From an optimization exercise on the open Yosys and OpenROAD flow, aimed at small area, a short achievable clock period and few clock cycles; shortcuts taken in it are not production practice. Only simulation tests tie the RTL to the original design; equivalence was not proved.

## flow/flow/run.sh

```bash
#!/bin/bash
set -euo pipefail
bash standard.sh SETUP_SLACK_MARGIN=17.5 finish > standard.log 2>&1
```

## flow/standard.sh

```bash
#!/bin/bash
# synth_recipe.tcl (not shown) runs the flow's synth.tcl, then flattens the netlist and writes it again
# the make line also repeats each setting of config.mk as NAME=value (left out here)
make -C /OpenROAD-flow-scripts/flow DESIGN_CONFIG=/design/flow/config.mk WORK_HOME=/design/flow/orfs CLKGATE_MAP_FILE= SYNTH_SCRIPT=/design/flow/synth_recipe.tcl "${@:-finish}"
```

## flow/config.mk

```make
export PLATFORM = sky130hd
export DESIGN_NAME = cvu
export DESIGN_NICKNAME = cvu
export VERILOG_FILES = /design/flow/design.v
export SDC_FILE = /design/flow/constraint.sdc
export NUM_CORES = 8
export LEC_CHECK = 0
export CAP_MARGIN = 30
export CORE_MARGIN = 2
export CORE_UTILIZATION = 30
export PLACE_DENSITY = 0.45
export SLEW_MARGIN = 30
```

## flow/constraint.sdc

```tcl
create_clock -name core_clock -period 24.0 [get_ports {clk}]
set_input_delay 4.8000 -clock core_clock [delete_from_list [all_inputs] [get_ports {clk}]]
set_output_delay 4.8000 -clock core_clock [all_outputs]
set_load 0.01 [all_outputs]
```

## flow/design.v

```verilog
module cvu (
    input  wire        clk,
    input  wire        rst,
    input  wire        req_valid,
    output wire        req_ready,
    input  wire        req_write,
    input  wire [11:0] req_addr,
    input  wire [31:0] req_wdata,
    output reg         rsp_valid,
    output reg  [31:0] rsp_rdata,
    output reg         alert
);
    localparam [4:0] O_CTL = 5'd0,  O_CFG = 5'd1,
                     O_POLY_L = 5'd2, O_POLY_H = 5'd3,
                     O_INIT_L = 5'd4, O_INIT_H = 5'd5,
                     O_XOR_L = 5'd6,  O_XOR_H = 5'd7,
                     O_FOLD_L = 5'd8, O_FOLD_H = 5'd9,
                     O_VAL_L = 5'd10, O_VAL_H = 5'd11,
                     O_RES_L = 5'd12, O_RES_H = 5'd13,
                     O_COUNT = 5'd14,
                     O_FEED8 = 5'd16, O_FEED16 = 5'd17, O_FEED32 = 5'd18,
                     O_F64_LO = 5'd19, O_F64_HI = 5'd20;
    localparam [2:0] P_DONE = 3'd0, P_SF = 3'd1, P_MQ = 3'd2, P_MU = 3'd3,
                     P_VF = 3'd4, P_RS = 3'd5, P_RW = 3'd6;
    localparam [1:0] K_DATA = 2'd0, K_START = 2'd1, K_VSET = 2'd2;
    localparam NF = 5;    
    integer i, j, k;
    function [63:0] width_mask(input [6:0] w);
        integer b;
        begin
            for (b = 0; b < 64; b = b + 1)
                width_mask[b] = (b < w);
        end
    endfunction
    function [63:0] refl(input [63:0] x, input [5:0] s);
        reg [63:0] r;
        integer b;
        begin
            for (b = 0; b < 64; b = b + 1)
                r[b] = x[63 - b];
            refl = r >> s;
        end
    endfunction
    function [7:0] rev8(input [7:0] v);
        integer b;
        begin
            for (b = 0; b < 8; b = b + 1)
                rev8[b] = v[7 - b];
        end
    endfunction
    function [31:0] bord(input [31:0] d, input refin);
        begin
            bord = refin ? d : {rev8(d[31:24]), rev8(d[23:16]), rev8(d[15:8]), rev8(d[7:0])};
        end
    endfunction
    function [15:1] q16(input [14:0] p);
        reg [15:0] q, s, r, cc;
        integer m, n;
        begin
            cc = {p, 1'b1};
            q = 16'd1;
            for (m = 1; m < 8; m = m + 1)
                for (n = 1; n <= m; n = n + 1)
                    q[m] = q[m] ^ (cc[n] & q[m - n]);
            s = 16'd0;
            for (m = 0; m < 8; m = m + 1)
                s[2*m] = q[m];
            r = 16'd0;
            for (m = 0; m < 16; m = m + 1)
                for (n = 0; n <= m; n = n + 1)
                    r[m] = r[m] ^ (cc[m - n] & s[n]);
            q16 = r[15:1];
        end
    endfunction
    reg [1:0]  sticky;
    reg [1:0]  alert_en;
    reg [31:0] cnt_badw;
    reg        cfg_refin  [0:1];
    reg        cfg_refout [0:1];
    reg [3:0]  cfg_fl     [0:1];
    reg [6:0]  cfg_w      [0:1];
    reg [63:0] poly   [0:1];
    reg [63:0] init   [0:1];
    reg [63:0] xorout [0:1];
    reg [63:0] fold   [0:1];
    reg [31:0] f64_lo [0:1];
    reg        f64_v  [0:1];
    reg [31:0] val_lo [0:1];
    reg        l_refout [0:1];
    reg [5:0]  l_s      [0:1];     
    reg [63:0] l_xor    [0:1];
    reg [63:0] vA, vB, pA, pB;
    reg [31:1] mA, mB;
    reg        riA, riB;
    reg [31:0] count [0:1];
    reg [2:0]  phase [0:1];
    reg          fv    [0:NF-1];
    reg          fctx  [0:NF-1];
    reg [1:0]    fkind [0:NF-1];
    reg [1:0]    fn    [0:NF-1];    
    reg [31:0]   fdata [0:NF-1];    
    reg [2:0]    fcnt;
    reg        eng_mu;      
    reg        eng_ctx;     
    reg        f_pr;        
    reg        f_mu;        
    reg        f_vf;        
    reg        f_rd;        
    reg        f_ctx;
    wire [63:0] vr0 = eng_ctx ? vB : vA;
    wire [63:0] vr1 = eng_ctx ? vA : vB;
    reg        ready_q;
    reg        blk;
    reg        rv, rw, rlov;
    reg        r_start_q, r_feed_q, r_f64h_q, r_vseth_q, r_rdv_q;
    reg        room1_q, room2_q, idle0_q, idle1_q;
    reg [9:0]  ra;
    reg [31:0] rdw;
    assign req_ready = ready_q;
    wire       r_g     = (ra[9:3] == 7'd0);
    wire       r_c_hit = (ra[9:6] == 4'd1);
    wire       r_c     = ra[5];
    wire [4:0] r_off   = ra[4:0];
    wire       acc   = req_valid && ready_q;
    wire       wacc  = acc && req_write;
    wire       i_g   = (req_addr[11:5] == 7'd0);
    wire       i_c_hit = (req_addr[11:8] == 4'd1);
    wire       i_c   = req_addr[7];
    wire [4:0] i_off = req_addr[6:2];
    wire r_idle = r_c ? idle1_q : idle0_q;
    wire [63:0] cmask0 = width_mask(cfg_w[0]);
    wire [63:0] cmask1 = width_mask(cfg_w[1]);
    wire [63:0] r_mask = r_c ? cmask1 : cmask0;
    wire        h_v    = fv[0];
    wire        h_ctx  = fctx[0];
    wire [1:0]  h_kind = fkind[0];
    wire        h_ready = h_v && (phase[h_ctx] == P_DONE);
    wire        h_exec  = h_ready && (h_kind != K_DATA || !eng_mu);
    wire        d_go    = h_exec && h_kind == K_DATA;
    wire [63:0] e_vr = vA;
    wire [63:0] e_pr = pA;
    wire [31:0] e_mu = {mA, 1'b1};
    wire [31:0] e_d  = bord(fdata[0], riA) ^ e_vr[31:0];
    reg [31:0] a_low;
    reg [63:0] e_hi;
    always @(*) begin
        case (fn[0])
            2'd0: begin a_low = {e_d[7:0],  24'd0}; e_hi = e_vr >> 8;  end
            2'd1: begin a_low = {e_d[15:0], 16'd0}; e_hi = e_vr >> 16; end
            2'd2: begin a_low = {e_d[23:0], 8'd0};  e_hi = e_vr >> 24; end
            default: begin a_low = e_d;             e_hi = e_vr >> 32; end
        endcase
    end
    reg [31:0] sp_q;
    always @(*) begin
        for (i = 0; i < 16; i = i + 1) begin
            sp_q[2*i]   = e_mu[i];
            sp_q[2*i+1] = 1'b0;
        end
    end
    wire [31:0] t_m = eng_mu ? {e_pr[30:0], 1'b1} : e_mu;
    wire [31:0] t_a = eng_mu ? sp_q : a_low;
    reg [31:0] tops;
    always @(*) begin
        for (i = 0; i < 32; i = i + 1) begin
            tops[i] = 1'b0;
            for (j = 0; j <= i; j = j + 1)
                tops[i] = tops[i] ^ (t_m[i - j] & t_a[j]);
        end
    end
    reg [63:0] e_out;
    always @(*) begin
        e_out = e_hi;
        for (j = 0; j < 32; j = j + 1)
            if (tops[j])
                e_out = e_out ^ (e_pr >> (31 - j));
    end
    wire        f_a   = (f_ctx == eng_ctx);
    wire [63:0] f_in  = f_pr ? (f_a ? pA : pB) : (f_a ? vA : vB);
    wire [63:0] f_out = refl(f_in, l_s[f_ctx]);
    wire        mq_ctx = (phase[1] == P_MQ);
    wire [15:1] mq_q   = q16(mq_ctx == eng_ctx ? pA[14:0] : pB[14:0]);
    wire r_start  = rv && r_start_q;
    wire r_feed   = rv && r_feed_q;
    wire r_f64h   = rv && r_f64h_q;
    wire r_vseth  = rv && r_vseth_q;
    wire r_room   = (r_start_q || r_f64h_q) ? room2_q : (r_feed_q || r_vseth_q) ? room1_q : 1'b1;
    wire r_rd_ok  = !r_rdv_q || (r_idle && f_rd);
    wire r_exec   = rv && !blk && (rw ? r_room : r_rd_ok);
    wire wx       = r_exec && rw;           
    wire rdone    = r_exec && !rw;          
    wire st_now   = wx && r_start && r_idle;
    wire st_head  = h_exec && h_kind == K_START;
    wire rs0      = (phase[0] == P_RS);
    wire rs1      = (phase[1] == P_RS);
    wire st_go    = st_now || st_head || rs0 || rs1;
    wire st_ctx   = st_head ? h_ctx : rs0 ? 1'b0 : rs1 ? 1'b1 : r_c;
    wire [3:0]  st_fl = cfg_fl[st_ctx];
    wire        st_f1 = st_go && st_fl != 4'd0;
    wire        st_f2 = st_go && st_fl > 4'd4;
    wire [1:0]  st_n1 = (st_fl >= 4'd4) ? 2'd3 : st_fl[1:0] - 2'd1;
    wire [1:0]  st_n2 = st_fl[1:0] - 2'd1;    
    wire [6:0]  st_w  = cfg_w[st_ctx];
    wire        r_defer = wx && ((r_start && !r_idle) || r_vseth);
    wire        push1 = st_f1 || (wx && r_feed) || r_defer;
    wire        push2 = st_f2 || (wx && r_f64h);
    wire        p1_ctx  = st_go ? st_ctx : r_c;
    wire [1:0]  p1_kind = st_go ? K_DATA : r_start ? K_START : r_vseth ? K_VSET : K_DATA;
    wire [1:0]  p1_n    = st_go ? st_n1 :
                          (r_off == O_FEED8) ? 2'd0 : (r_off == O_FEED16) ? 2'd1 : 2'd3;
    wire [31:0] p1_d    = st_go ? fold[st_ctx][31:0] :
                          r_f64h ? (rlov ? f64_lo[r_c] : 32'd0) : rdw;
    wire [1:0]  p2_n    = st_go ? st_n2 : 2'd3;
    wire [31:0] p2_d    = st_go ? fold[st_ctx][63:32] : rdw;
    wire        pop     = h_exec;
    wire [2:0]  base    = fcnt - {2'd0, pop};
    wire [2:0]  fcnt_n  = base + {2'd0, push1} + {2'd0, push2};
    reg          fctx_n  [0:NF-1];
    reg [1:0]    fkind_n [0:NF-1];
    reg [1:0]    fn_n    [0:NF-1];
    reg [31:0]   fdata_n [0:NF-1];
    always @(*) begin
        for (i = 0; i < NF; i = i + 1) begin
            if (push1 && base == i) begin
                fctx_n[i] = p1_ctx; fkind_n[i] = p1_kind; fn_n[i] = p1_n; fdata_n[i] = p1_d;
            end else if (push2 && base + 3'd1 == i) begin
                fctx_n[i] = p1_ctx; fkind_n[i] = K_DATA; fn_n[i] = p2_n; fdata_n[i] = p2_d;
            end else if (pop && i < NF - 1) begin
                fctx_n[i] = fctx[i+1]; fkind_n[i] = fkind[i+1]; fn_n[i] = fn[i+1]; fdata_n[i] = fdata[i+1];
            end else begin
                fctx_n[i] = fctx[i]; fkind_n[i] = fkind[i]; fn_n[i] = fn[i]; fdata_n[i] = fdata[i];
            end
        end
    end
    reg [2:0] phase_n [0:1];
    always @(*) begin
        for (k = 0; k < 2; k = k + 1) begin
            phase_n[k] = phase[k];
            case (phase[k])
                P_RW: phase_n[k] = P_RS;
                P_SF: phase_n[k] = P_MQ;
                P_MQ: phase_n[k] = P_MU;
                P_MU: if (eng_mu && eng_ctx == k) phase_n[k] = P_DONE;
                P_VF: if (f_vf && f_ctx == k) phase_n[k] = P_DONE;
                default: ;
            endcase
            if (st_go && st_ctx == k)
                phase_n[k] = P_SF;
            if (h_exec && h_kind == K_VSET && h_ctx == k)
                phase_n[k] = P_VF;
        end
    end
    reg [NF-1:0] has0_n, has1_n;
    always @(*) begin
        for (i = 0; i < NF; i = i + 1) begin
            has0_n[i] = (i < fcnt_n) && !fctx_n[i];
            has1_n[i] = (i < fcnt_n) && fctx_n[i];
        end
    end
    wire idle0_n = !(|has0_n) && phase_n[0] == P_DONE;
    wire idle1_n = !(|has1_n) && phase_n[1] == P_DONE;
    wire        x_v    = acc || (rv && !r_exec);
    wire        x_w    = acc ? req_write : rw;
    wire        x_c    = acc ? i_c : r_c;
    wire sf_n0 = (phase_n[0] == P_SF), sf_n1 = (phase_n[1] == P_SF);
    wire mu_n0 = (phase_n[0] == P_MU), mu_n1 = (phase_n[1] == P_MU);
    wire vf_n0 = (phase_n[0] == P_VF), vf_n1 = (phase_n[1] == P_VF);
    wire g_sf  = sf_n0 || sf_n1;
    wire g_mu  = !g_sf && (mu_n0 || mu_n1);
    wire g_vf  = !g_sf && !(mu_n0 || mu_n1) && (vf_n0 || vf_n1);
    wire g_rd  = !g_sf && !(mu_n0 || mu_n1) && !(vf_n0 || vf_n1);
    wire g_ctx = g_sf ? sf_n1 : g_mu ? !mu_n0 : g_vf ? !vf_n0 : x_c;
    wire eng_ctx_n = g_mu ? !mu_n0 : fctx_n[0];
    wire swap = (eng_ctx_n != eng_ctx);
    wire [63:0] r_res = (l_refout[r_c] ? (r_c ? vr1 : vr0) : f_out) ^ l_xor[r_c];
    reg  [31:0] rdata;
    always @(*) begin
        rdata = 32'd0;
        if (r_g) begin
            case (r_off)
                5'd0: rdata = {30'd0, sticky};
                5'd1: rdata = {30'd0, alert_en};
                5'd2: rdata = cnt_badw;
                default: rdata = 32'd0;
            endcase
        end else if (r_c_hit) begin
            case (r_off)
                O_CFG:    rdata = {cfg_refin[r_c], cfg_refout[r_c], 10'd0, cfg_fl[r_c], 9'd0, cfg_w[r_c]};
                O_POLY_L: rdata = poly[r_c][31:0]    & r_mask[31:0];
                O_POLY_H: rdata = poly[r_c][63:32]   & r_mask[63:32];
                O_INIT_L: rdata = init[r_c][31:0]    & r_mask[31:0];
                O_INIT_H: rdata = init[r_c][63:32]   & r_mask[63:32];
                O_XOR_L:  rdata = xorout[r_c][31:0]  & r_mask[31:0];
                O_XOR_H:  rdata = xorout[r_c][63:32] & r_mask[63:32];
                O_FOLD_L: rdata = fold[r_c][31:0];
                O_FOLD_H: rdata = fold[r_c][63:32];
                O_VAL_L:  rdata = f_out[31:0];
                O_VAL_H:  rdata = f_out[63:32];
                O_RES_L:  rdata = r_res[31:0];
                O_RES_H:  rdata = r_res[63:32];
                O_COUNT:  rdata = count[r_c];
                default:  rdata = 32'd0;
            endcase
        end
    end
    wire [6:0] r_nw   = rdw[6:0];
    wire [3:0] r_nfl  = rdw[19:16];
    wire r_bad_w  = (r_nw == 7'd0) || (r_nw > 7'd64);
    wire r_bad_fl = (r_nfl > 4'd8);
    wire [6:0] i_nw  = req_wdata[6:0];
    wire [3:0] i_nfl = req_wdata[19:16];
    wire i_bad  = wacc && i_c_hit && i_off == O_CFG &&
                  ((i_nw == 7'd0) || (i_nw > 7'd64) || (i_nfl > 4'd8));
    wire i_half = wacc && i_c_hit && i_off == O_F64_HI && !f64_v[i_c];
    wire i_start = req_write && i_c_hit && i_off == O_CTL && req_wdata[31];
    wire i_feed  = req_write && i_c_hit && (i_off == O_FEED8 || i_off == O_FEED16 ||
                                            i_off == O_FEED32 || i_off == O_F64_HI);
    wire i_f64h  = req_write && i_c_hit && i_off == O_F64_HI;
    wire i_vseth = req_write && i_c_hit && i_off == O_VAL_H;
    wire i_rdv   = !req_write && i_c_hit && (i_off == O_VAL_L || i_off == O_VAL_H ||
                                             i_off == O_RES_L || i_off == O_RES_H);
    wire [1:0] sticky_n   = (wacc && i_g && i_off == 5'd0) ? (sticky & ~req_wdata[1:0])
                                                          : (sticky | {i_half, i_bad});
    wire [1:0] alert_en_n = (wacc && i_g && i_off == 5'd1) ? req_wdata[1:0] : alert_en;
    wire blk_n   = (blk && !(st_head || (h_exec && h_kind == K_VSET))) || r_defer;
    wire rs_pend = rs0 || rs1 || (phase[1] == P_RW);
    wire ready_n = !rs_pend && (!x_v || (x_w && !blk_n && fcnt_n <= NF - 2));
    reg [32:0] cnt_sum;
    always @(*) begin
        case (r_off)
            O_FEED8:  cnt_sum = {1'b0, count[r_c]} + 33'd1;
            O_FEED16: cnt_sum = {1'b0, count[r_c]} + 33'd2;
            O_FEED32: cnt_sum = {1'b0, count[r_c]} + 33'd4;
            default:  cnt_sum = {1'b0, count[r_c]} + 33'd8;
        endcase
    end
    wire        ctxA = eng_ctx, ctxB = !eng_ctx;
    wire        stA  = st_go && st_ctx == ctxA, stB = st_go && st_ctx == ctxB;
    wire        vsA  = h_exec && h_kind == K_VSET && h_ctx == ctxA;
    wire        vsB  = h_exec && h_kind == K_VSET && h_ctx == ctxB;
    wire        fvA  = (f_mu || f_vf) && f_ctx == ctxA, fvB = (f_mu || f_vf) && f_ctx == ctxB;
    wire        fpA  = f_pr && f_ctx == ctxA, fpB = f_pr && f_ctx == ctxB;
    wire        mqA  = phase[ctxA] == P_MQ, mqB = phase[ctxB] == P_MQ;
    wire [63:0] vA_r = stA ? init[ctxA] : vsA ? {fdata[0], val_lo[ctxA]} : fvA ? f_out : vA;
    wire [63:0] vB_n = stB ? init[ctxB] : vsB ? {fdata[0], val_lo[ctxB]} : fvB ? f_out : vB;
    wire [63:0] pA_n = stA ? poly[ctxA] : fpA ? f_out : pA;
    wire [63:0] pB_n = stB ? poly[ctxB] : fpB ? f_out : pB;
    wire [31:1] mA_n = eng_mu ? tops[31:1] : mqA ? {mA[31:16], mq_q} : mA;
    wire [31:1] mB_n = mqB ? {mB[31:16], mq_q} : mB;
    wire        riA_n = stA ? cfg_refin[ctxA] : riA;
    wire        riB_n = stB ? cfg_refin[ctxB] : riB;
    always @(posedge clk) begin
        if (rst) begin
            sticky    <= 2'b00;
            alert_en  <= 2'b11;
            alert     <= 1'b0;
            cnt_badw  <= 32'd0;
            ready_q   <= 1'b0;
            blk       <= 1'b0;
            rv        <= 1'b0;
            rsp_valid <= 1'b0;
            fcnt      <= 3'd0;
            eng_mu    <= 1'b0;
            eng_ctx   <= 1'b0;
            room1_q   <= 1'b1;
            room2_q   <= 1'b1;
            idle0_q   <= 1'b0;
            idle1_q   <= 1'b0;
            f_pr      <= 1'b0;
            f_mu      <= 1'b0;
            f_vf      <= 1'b0;
            f_rd      <= 1'b0;
            f_ctx     <= 1'b0;
            for (i = 0; i < NF; i = i + 1)
                fv[i] <= 1'b0;
            for (k = 0; k < 2; k = k + 1) begin
                cfg_refin[k]  <= 1'b1;
                cfg_refout[k] <= 1'b1;
                cfg_fl[k]     <= 4'd0;
                cfg_w[k]      <= 7'd32;
                poly[k]       <= 64'h0000_0000_04C1_1DB7;
                init[k]       <= 64'h0000_0000_FFFF_FFFF;
                xorout[k]     <= 64'h0000_0000_FFFF_FFFF;
                fold[k]       <= 64'd0;
                f64_v[k]      <= 1'b0;
                val_lo[k]     <= 32'd0;
            end
            phase[0] <= P_RS;
            phase[1] <= P_RW;
        end else begin
            ready_q   <= ready_n;
            blk       <= blk_n;
            rv        <= x_v;
            rsp_valid <= rdone;
            sticky    <= sticky_n;
            alert_en  <= alert_en_n;
            alert     <= |(sticky_n & alert_en_n);
            fcnt      <= fcnt_n;
            eng_mu    <= g_mu;
            eng_ctx   <= eng_ctx_n;
            room1_q   <= fcnt_n <= NF - 1;
            room2_q   <= fcnt_n <= NF - 2;
            idle0_q   <= idle0_n;
            idle1_q   <= idle1_n;
            f_pr      <= g_sf;
            f_mu      <= g_mu;
            f_vf      <= g_vf;
            f_rd      <= g_rd;
            f_ctx     <= g_ctx;
            for (i = 0; i < NF; i = i + 1)
                fv[i] <= (i < fcnt_n);
            for (k = 0; k < 2; k = k + 1)
                phase[k] <= phase_n[k];
            if (wacc && i_c_hit && i_off == O_F64_LO)
                f64_v[i_c] <= 1'b1;
            if (wacc && i_c_hit && i_off == O_F64_HI)
                f64_v[i_c] <= 1'b0;
            if (wx && r_g && r_off == 5'd2) begin
                if (rdw == 32'd0)
                    cnt_badw <= 32'd0;
            end else if (wx && r_c_hit && r_off == O_CFG && (r_bad_w || r_bad_fl) &&
                         cnt_badw != 32'hFFFF_FFFF) begin
                cnt_badw <= cnt_badw + 32'd1;
            end
            if (wx && r_c_hit) begin
                case (r_off)
                    O_CFG: begin
                        cfg_refin[r_c]  <= rdw[31];
                        cfg_refout[r_c] <= rdw[30];
                        if (!r_bad_w)  cfg_w[r_c]  <= r_nw;
                        if (!r_bad_fl) cfg_fl[r_c] <= r_nfl;
                    end
                    O_POLY_L: poly[r_c][31:0]    <= rdw & r_mask[31:0];
                    O_POLY_H: poly[r_c][63:32]   <= rdw & r_mask[63:32];
                    O_INIT_L: init[r_c][31:0]    <= rdw & r_mask[31:0];
                    O_INIT_H: init[r_c][63:32]   <= rdw & r_mask[63:32];
                    O_XOR_L:  xorout[r_c][31:0]  <= rdw & r_mask[31:0];
                    O_XOR_H:  xorout[r_c][63:32] <= rdw & r_mask[63:32];
                    O_FOLD_L: fold[r_c][31:0]    <= rdw;
                    O_FOLD_H: fold[r_c][63:32]   <= rdw;
                    O_VAL_L:  val_lo[r_c]        <= rdw;
                    default: ;
                endcase
            end
        end
    end
    always @(posedge clk) begin
        rsp_rdata <= rdata;
        if (acc) begin
            rw   <= req_write;
            ra   <= req_addr[11:2];
            rdw  <= req_wdata;
            rlov <= f64_v[i_c];
            r_start_q <= i_start;
            r_feed_q  <= i_feed;
            r_f64h_q  <= i_f64h;
            r_vseth_q <= i_vseth;
            r_rdv_q   <= i_rdv;
        end
        if (wx && r_c_hit && r_off == O_F64_LO)
            f64_lo[r_c] <= rdw;
        for (i = 0; i < NF; i = i + 1) begin
            fctx[i]  <= fctx_n[i];
            fkind[i] <= fkind_n[i];
            fn[i]    <= fn_n[i];
            fdata[i] <= fdata_n[i];
        end
        if (!rst) begin
            if (wx && r_feed)
                count[r_c] <= cnt_sum[32] ? 32'hFFFF_FFFF : cnt_sum[31:0];
            vA  <= (d_go && !swap) ? e_out : swap ? vB_n : vA_r;
            vB  <= (d_go && swap)  ? e_out : swap ? vA_r : vB_n;
            pA  <= swap ? pB_n : pA_n;
            pB  <= swap ? pA_n : pB_n;
            mA  <= swap ? mB_n : mA_n;
            mB  <= swap ? mA_n : mB_n;
            riA <= swap ? riB_n : riA_n;
            riB <= swap ? riA_n : riB_n;
            if (st_go) begin
                l_refout[st_ctx] <= cfg_refout[st_ctx];
                l_s[st_ctx]      <= 6'd0 - st_w[5:0];
                l_xor[st_ctx]    <= xorout[st_ctx] & (st_ctx ? cmask1 : cmask0);
                count[st_ctx]    <= 32'd0;
            end
        end
    end
endmodule
```

==> flow_summary_export.csv, run 1 <==
group,metric,value,unit
die,die_x,645,um
cells_and_area,drive_gt1_share,10.1,%
yosys,synthAdderAreaFrac,0.244,%
yosys,synth_warnings,12,
clock_network,cts_made_buffers,184,
die,num_io_pins,83,
die,die_area,416000,um2
grt,grt_max_degree,107,
sta,finalSetupTns,0,ps
sta,fin_skew,98.2,ps
yosys,synth_fp_nets,14500,
cells_and_area,seqCellArea,44000,um2
clock_network,clk_latency,940,ps
routing,first_pass_iters,9,
cells_and_area,layout_commonest_cell,"nand2_1",
sta,finalSetupViolCount,0,
routing,vias,116000,
clock_network,htree_levels,4,
placed_design,port_buffers,80,
worst_setup_path,startpoint_type,"register",
sta,slew_viol_final,0,
placed_design,dpl_cell_area,131000,um2
sta,holdWs,456,ps
grt,antenna_found_initial,68,
die,start_util,30.1,%
yosys,synth_edf_count,1354,
sta,final_hold_viol_count,0,
yosys,syn_avg_cell_area,8.56,um2
sta,tightestPinTransition,1230,ps
sta,max_slew_margin,17.4,%
yosys,muxShareOfSynthArea,10.3,%
clock_network,clockRootBuffer,"clkbuf_16",
yosys,synth_simple_gate_area_share,18.3,%
worst_setup_path,cpMaxStageDelayCell,"mux4_2",
routing,drc,0,
yosys,synth-xor-area-share,16.6,%
sta,fmax,0.151,GHz
placed_design,dpl.hpwl,461000,um
yosys,ys_async_sr_fraction,0,%
routing,viasPerCell,5.90,
yosys,synth_top_area_cell,"edfxtp_1",
clock_network,clk_pin_slew,60,ps
sta,min_period_over_period,27.6,%
grt,overflow,0,
yosys,netlist_top_cells_area,"edfxtp_1, xnor2_1, nand2_1, mux2i_1, nor2_1",
worst_setup_path,arrival,7410,ps
routing,postRouteAntennaNets,0,
yosys,ys_types,92,
routing,drt_wl_total,678000,um
worst_setup_path,critical-path-max-stage-delay,730,ps
yosys,synth_top_cell_area_share,33.0,%
cells_and_area,final_cell_mix,"nand2_1, xnor2_1, nor2_1, edfxtp_1, a21oi_1",
yosys,synth_top_family_by_area,"simple AND/OR/NAND/NOR gates",
cells_and_area,fillers,42700,
clock_network,cts_buffer_depth,4,
sta,timing.final.crit_period,6620,ps
cells_and_area,final_util,33.9,%
placed_design,dp_worst_setup_slack,15710,ps
grt,track_usage,31.2,%
placed_design,dpl.cell_count,19100,
worst_setup_path,path_common_cell,"a21oi_1",
cells_and_area,instances_no_fill,19600,
status,status,"no timing/DRC/antenna violations",
job,maxCapViolCount,0,
worst_setup_path,endpoint_kind,"register",
yosys,ys_seq_elements,1522,
die,row_count,235,
die,core,409000,um2
placed_design,finalWeightedCongestion,1.00,
worst_setup_path,cp_cell_sequence,"buf_16 > xnor2_2 > clkbuf_16 > mux4_2 > nand2_1 > o22ai_1 > a211oi_2 > mux2_2 > nor2_1 > a21oi_1 > a211oi_4 > buf_4 > a21oi_1 > xor2_1 > a21oi_1 > o22ai_2",
die,die_h,645,um
clock_network,cts_tree,"done",
routing,wire_per_inst,34.6,um
routing,drt_first_iter_violations,18200,
cells_and_area,nNetsFinal,14000,
cells_and_area,multi_input_area,75400,um2
worst_setup_path,cp.required,24790,ps
grt,grt_pass1_wl,907000,um
yosys,synthesis.area,123000,um2
sta,rsz0062_at_grt,"true",
cells_and_area,finalInstanceArea,139000,um2
worst_setup_path,worst-setup-path-type,"register to register",
grt,grt_pass1_vias,103000,
yosys,synth_cells,14400,
hold_path,hp-class,"register to register",
yosys,synth_flop_cell,"edfxtp_1",
sta,fin_ws,17380,ps
worst_setup_path,crit_fanout,88,
cells_and_area,area_growth,12.8,%
yosys,ys_seq_area_share,35.8,%
yosys,synth_compound_area_share,14.4,%
clock_network,cts.sink_count,1522,
[cells by family after synthesis]
| family | count (synthesis) |
|---|---|
| AOI/OAI and AO/OA | 2917 |
| and+or+nand+nor | 5418 |
| adders and majority gates | 24 |
| buffers and inverters | 1341 |
| DFF | 1522 |
| muxes | 1134 |
| xor gates and xnor gates | 2026 |
[routing by layer]
metal	share of wire (%)	global-route usage [%]	wire [um]
met1	40	41.8	272000
met2	41	45.2	279000
met3	12	8.35	81300
met4	6.8	17.3	45900
met5	0.038	0	261
[timing repair]
action	in CTS	in global routing
resized for setup	181	106
cloned	7	5
setup buffers	60	27
pin swaps	6	11
hold buffers	0	0
setup endpoints to repair	864	337
[cells in the mapped netlist (102+ instances only)]
cell type and instances:
o211ai_1 181, nand2_1 2980, xor2_1 349, buf_1 156, clkbuf_1 906, edfxtp_1 1354, nor2b_1 114, a22oi_1 166
a211oi_1 282, nand3_1 263, xnor3_1 181, dfxtp_1 168, a21oi_1 1045, nor3_1 102, xnor2_1 1483, mux2i_1 880
nor2_1 1440, o21ai_0 705, and3_1 217, mux2_2 158, buf_2 166
[critical path, delay by kind of cell, from the launching register on]
| kind | cells | cell delay [ps] |
|---|---|---|
| AND/OR/NAND/NOR | 2 | 310 |
| XOR/XNOR | 2 | 800 |
| multiplexers | 2 | 1070 |
| flip-flops | 1 | 650 |
| AO/OA/AOI/OAI | 7 | 2140 |
| buffers and inverters | 3 | 1170 |
[cell type report]
cell class / count / area share [%]
diodes: 39 / 0.0703
clock buffers: 253 / 3.66
clock inverters: 79 / 0.517
inverters: 58 / 0.165
multi-input cells: 11500 / 54.3
flip-flops and latches: 1522 / 31.7
well taps: 5451 / 4.91
repair buffers: 671 / 4.69
[registers in the layout (all words and copies together) (netlist names), 32 cells and up, named ones only]
name	flops
rsp_rdata	32
pB	64
val_lo	64
l_xor	128
count	64
init	128
fold	128
cnt_badw	32
vB	64
poly	128
f64_lo	64
vA	64
fdata	160
pA	64
xorout	128
rdw	32
[path summary, 6_finish.rpt]
| path | from | end | slack, ps | depth (start not counted) |
|---|---|---|---|---|
| worst min register to register | count[0][31] | count[0][31] | 460 | 2 |
| worst min-delay path | count[0][31] | count[0][31] | 460 | 2 |
| worst max register to register | eng_ctx | rsp_rdata[1] | 17380 | 16 |
| worst max-delay path | eng_ctx | rsp_rdata[1] | 17380 | 16 |
Testbench counts, summed over its fixed seeds: cycles 36,108.
==> inputs of run 2 (changes only) <==
==> flow/flow/run.sh (replaced) <==
#!/bin/bash
set -euo pipefail
bash standard.sh SETUP_SLACK_MARGIN=18 finish > standard.log 2>&1
==> flow_summary_export.csv, run 2 <==
group,metric,value,unit
grt,grt_max_degree,116,
die,start_util,30.1,%
sta,finalSetupTns,0,ps
yosys,synth_edf_count,1354,
die,die_x,645,um
cells_and_area,layout_commonest_cell,"nand2_1",
cells_and_area,area_growth,16.5,%
yosys,synth_cells,14400,
placed_design,dpl.cell_count,19100,
hold_path,hp-class,"register to register",
yosys,synthesis.area,123000,um2
die,num_io_pins,83,
sta,max_slew_margin,20.2,%
yosys,synth_most_common_cell,"nand2_1",
cells_and_area,drive_gt1_share,12.6,%
yosys,ys_seq_elements,1522,
yosys,ys_seq_area_share,35.8,%
grt,antenna_found_initial,72,
worst_setup_path,arrival,7100,ps
sta,fin_skew,161,ps
sta,fmax,0.161,GHz
worst_setup_path,reg2reg_to,"rsp_rdata[17]",
yosys,muxShareOfSynthArea,10.3,%
routing,vias,117000,
clock_network,cts_hold_buf,0,
routing,drc,0,
yosys,synth_compound_area_share,14.4,%
placed_design,dpl.hpwl,464000,um
clock_network,clk_pin_slew,60,ps
worst_setup_path,endpoint_kind,"register",
die,core,409000,um2
cells_and_area,instances_no_fill,19800,
worst_setup_path,r2r_setup_slack,17780,ps
clock_network,cts.sink_count,1522,
yosys,ys_types,92,
cells_and_area,nNetsFinal,14200,
worst_setup_path,ff2ff_path_depth,15,
clock_network,cts_tree,"done",
worst_setup_path,cp.required,24880,ps
grt,overflow,0,
worst_setup_path,reg2reg_from,"eng_ctx",
placed_design,dp_worst_setup_slack,15380,ps
yosys,synth_top_cell_area_share,33.0,%
sta,slew_viol_final,0,
grt,track_usage,32.0,%
yosys,synth_top_area_cell,"edfxtp_1",
yosys,synth_fp_nets,14500,
routing,wire_per_inst,35.8,um
placed_design,finalWeightedCongestion,0.990,
yosys,syn_avg_cell_area,8.56,um2
grt,grt_pass1_vias,104000,
yosys,ys_async_sr_fraction,0,%
routing,first_pass_iters,7,
yosys,synth_simple_gate_area_share,18.3,%
grt,grt_pass1_wl,929000,um
cells_and_area,largest_register_ffs,160,
yosys,netlist_top_cells_area,"edfxtp_1, xnor2_1, nand2_1, mux2i_1, nor2_1",
clock_network,cts_buffer_depth,4,
yosys,synthAdderAreaFrac,0.244,%
yosys,synth_top_family_by_area,"simple AND/OR/NAND/NOR gates",
clock_network,clockRootBuffer,"clkbuf_16",
yosys,synth_commonest_cells,"nand2_1, xnor2_1, nor2_1",
yosys,synth-xor-area-share,16.6,%
sta,rsz0062_at_grt,"true",
yosys,synth_flop_cell,"edfxtp_1",
hold_path,whs_endpoint,"rsp_rdata[22]",
routing,postRouteAntennaNets,0,
die,die_h,645,um
hold_path,worstHoldStart,"cnt_badw[22]",
sta,tightestPinTransition,1190,ps
worst_setup_path,crit_fanout,49,
routing,drt_wl_total,708000,um
routing,viasPerCell,5.92,
worst_setup_path,worst-setup-path-type,"register to register",
sta,fin_ws,17780,ps
die,die_area,416000,um2
sta,timing.final.crit_period,6220,ps
clock_network,clk_latency,980,ps
yosys,synth_warnings,12,
placed_design,port_buffers,80,
hold_path,whs_path_depth,2,
sta,finalSetupViolCount,0,
routing,drt_first_iter_violations,19400,
cells_and_area,final_cell_mix,"nand2_1, nor2_1, xnor2_1, edfxtp_1, a21oi_1",
cells_and_area,regMostFlops,"fdata",
clock_network,htree_levels,4,
status,status,"no timing/DRC/antenna violations",
sta,final_hold_viol_count,0,
die,row_count,235,
sta,holdWs,367,ps
clock_network,cts_made_buffers,190,
sta,min_period_over_period,25.9,%
worst_setup_path,startpoint_type,"register",
job,maxCapViolCount,0,
==> run 2: cell counts after synthesis <==
Identical to the previous run, type by type.
==> run 2: how the worst max path moves through the flow <==
stage / startpoint / end / cells past startpoint
floorplan: rst / init[0][32] / 5
global placement: fctx[0] / vB[44] / 18
CTS: rsp_rdata[3] / rsp_rdata[3] / 1
detailed placement: fctx[0] / vB[43] / 18
finish: eng_ctx / rsp_rdata[17] / 15
global route: rsp_rdata[8] / rsp_rdata[8] / 1
==> run 2: what timing repair did <==
action                      CTS  global route
gates cloned                 33            33
pin swaps                    34            94
setup endpoints to repair  1366           446
gates resized for setup     550           238
setup buffers                98           100
==> run 2: metal layers <==
| layer | share of wire (%) | vias to the layer above | global-route usage (%) |
|---|---|---|---|
| met3 | 13 | 1590 | 9.82 |
| met2 | 41 | 7940 | 46.0 |
| met1 | 39 | 57800 | 42.1 |
| met5 | 0.019 | - | 0 |
| li1 | - | 49700 | - |
| met4 | 7.6 | 20 | 19.2 |
==> run 2: logic make-up (layout without fill, tap and decap cells) <==
| logic type | Yosys count | in the layout |
|---|---|---|
| AND/OR/NAND/NOR | 5418 | 5425 |
| AO/OA/AOI/OAI | 2917 | 2917 |
| XOR/XNOR | 2026 | 2030 |
| flip-flops | 1522 | 1522 |
| buffers and inverters | 1341 | 1242 |
| multiplexers | 1134 | 1135 |
| adder cells (fa/ha/maj) | 24 | 24 |
| other | 0 | 20 |
==> run 2: layout make-up <==
type / count / area, um2
clock buffer: 249 / 5240
tap: 5451 / 6820
antenna: 20 / 50.0
sequential: 1522 / 44100
clock inverter: 98 / 832
multi-input combinational: 11500 / 76600
fill: 42300 / 266000
timing repair buffer: 837 / 9550
inverter: 58 / 238
==> run 2: per-stage QoR <==
stage	area [um2]	utilization, %
floorplan	124000	-
global placement	130000	31.9
detailed placement	131000	31.9
CTS	141000	34.3
global route	143000	35.0
finish	143000	35.0
==> run 2: critical path: stages, from the launching register on <==
cell	delay (ps)
dfxtp_4	530
buf_12	390
xnor2_2	280
buf_12	410
mux2i_1	640
mux2i_1	310
o21ai_0	600
a32oi_1	100
nand2_1	170
a21boi_0	160
mux2i_1	200
o22a_1	770
a21oi_1	200
xnor2_1	710
a21oi_1	360
o21ai_0	280

## what the ideal ports hide
In the flow no input, the clock included, has a driving cell. The finished layouts below were timed again as built, in two steps.
Step 1 assumes that a clkbuf_16 drives the clock port and a buf_2 every other input.
Step 2 moves the port delays by t, midway between the first and last clock arrival at a register: inputs arrive t later, outputs are due t later. That takes back most of the time a late clock gives input paths.
Slacks: ideal ports / drivers / drivers and shift; pairs: ideal ports / drivers.
run | t, ns | setup slack, ns | hold WS [ns] | worst data-port slew with drivers (ns) | pins driven straight from the clock port
run 1 | 1.003 | 17.377 / 17.377 / 16.561 | 0.456 / 0.456 / 0.456 | 0.05 | 1
run 2 | 1.003 | 17.782 / 17.688 / 16.939 | 0.367 / 0.367 / 0.367 | 0.09 | 1
After both steps every run listed still meets setup and hold. For run 2, which loses most, drivers alone change the setup slack by -0.094 ns; drivers and shift together by -0.843 ns.
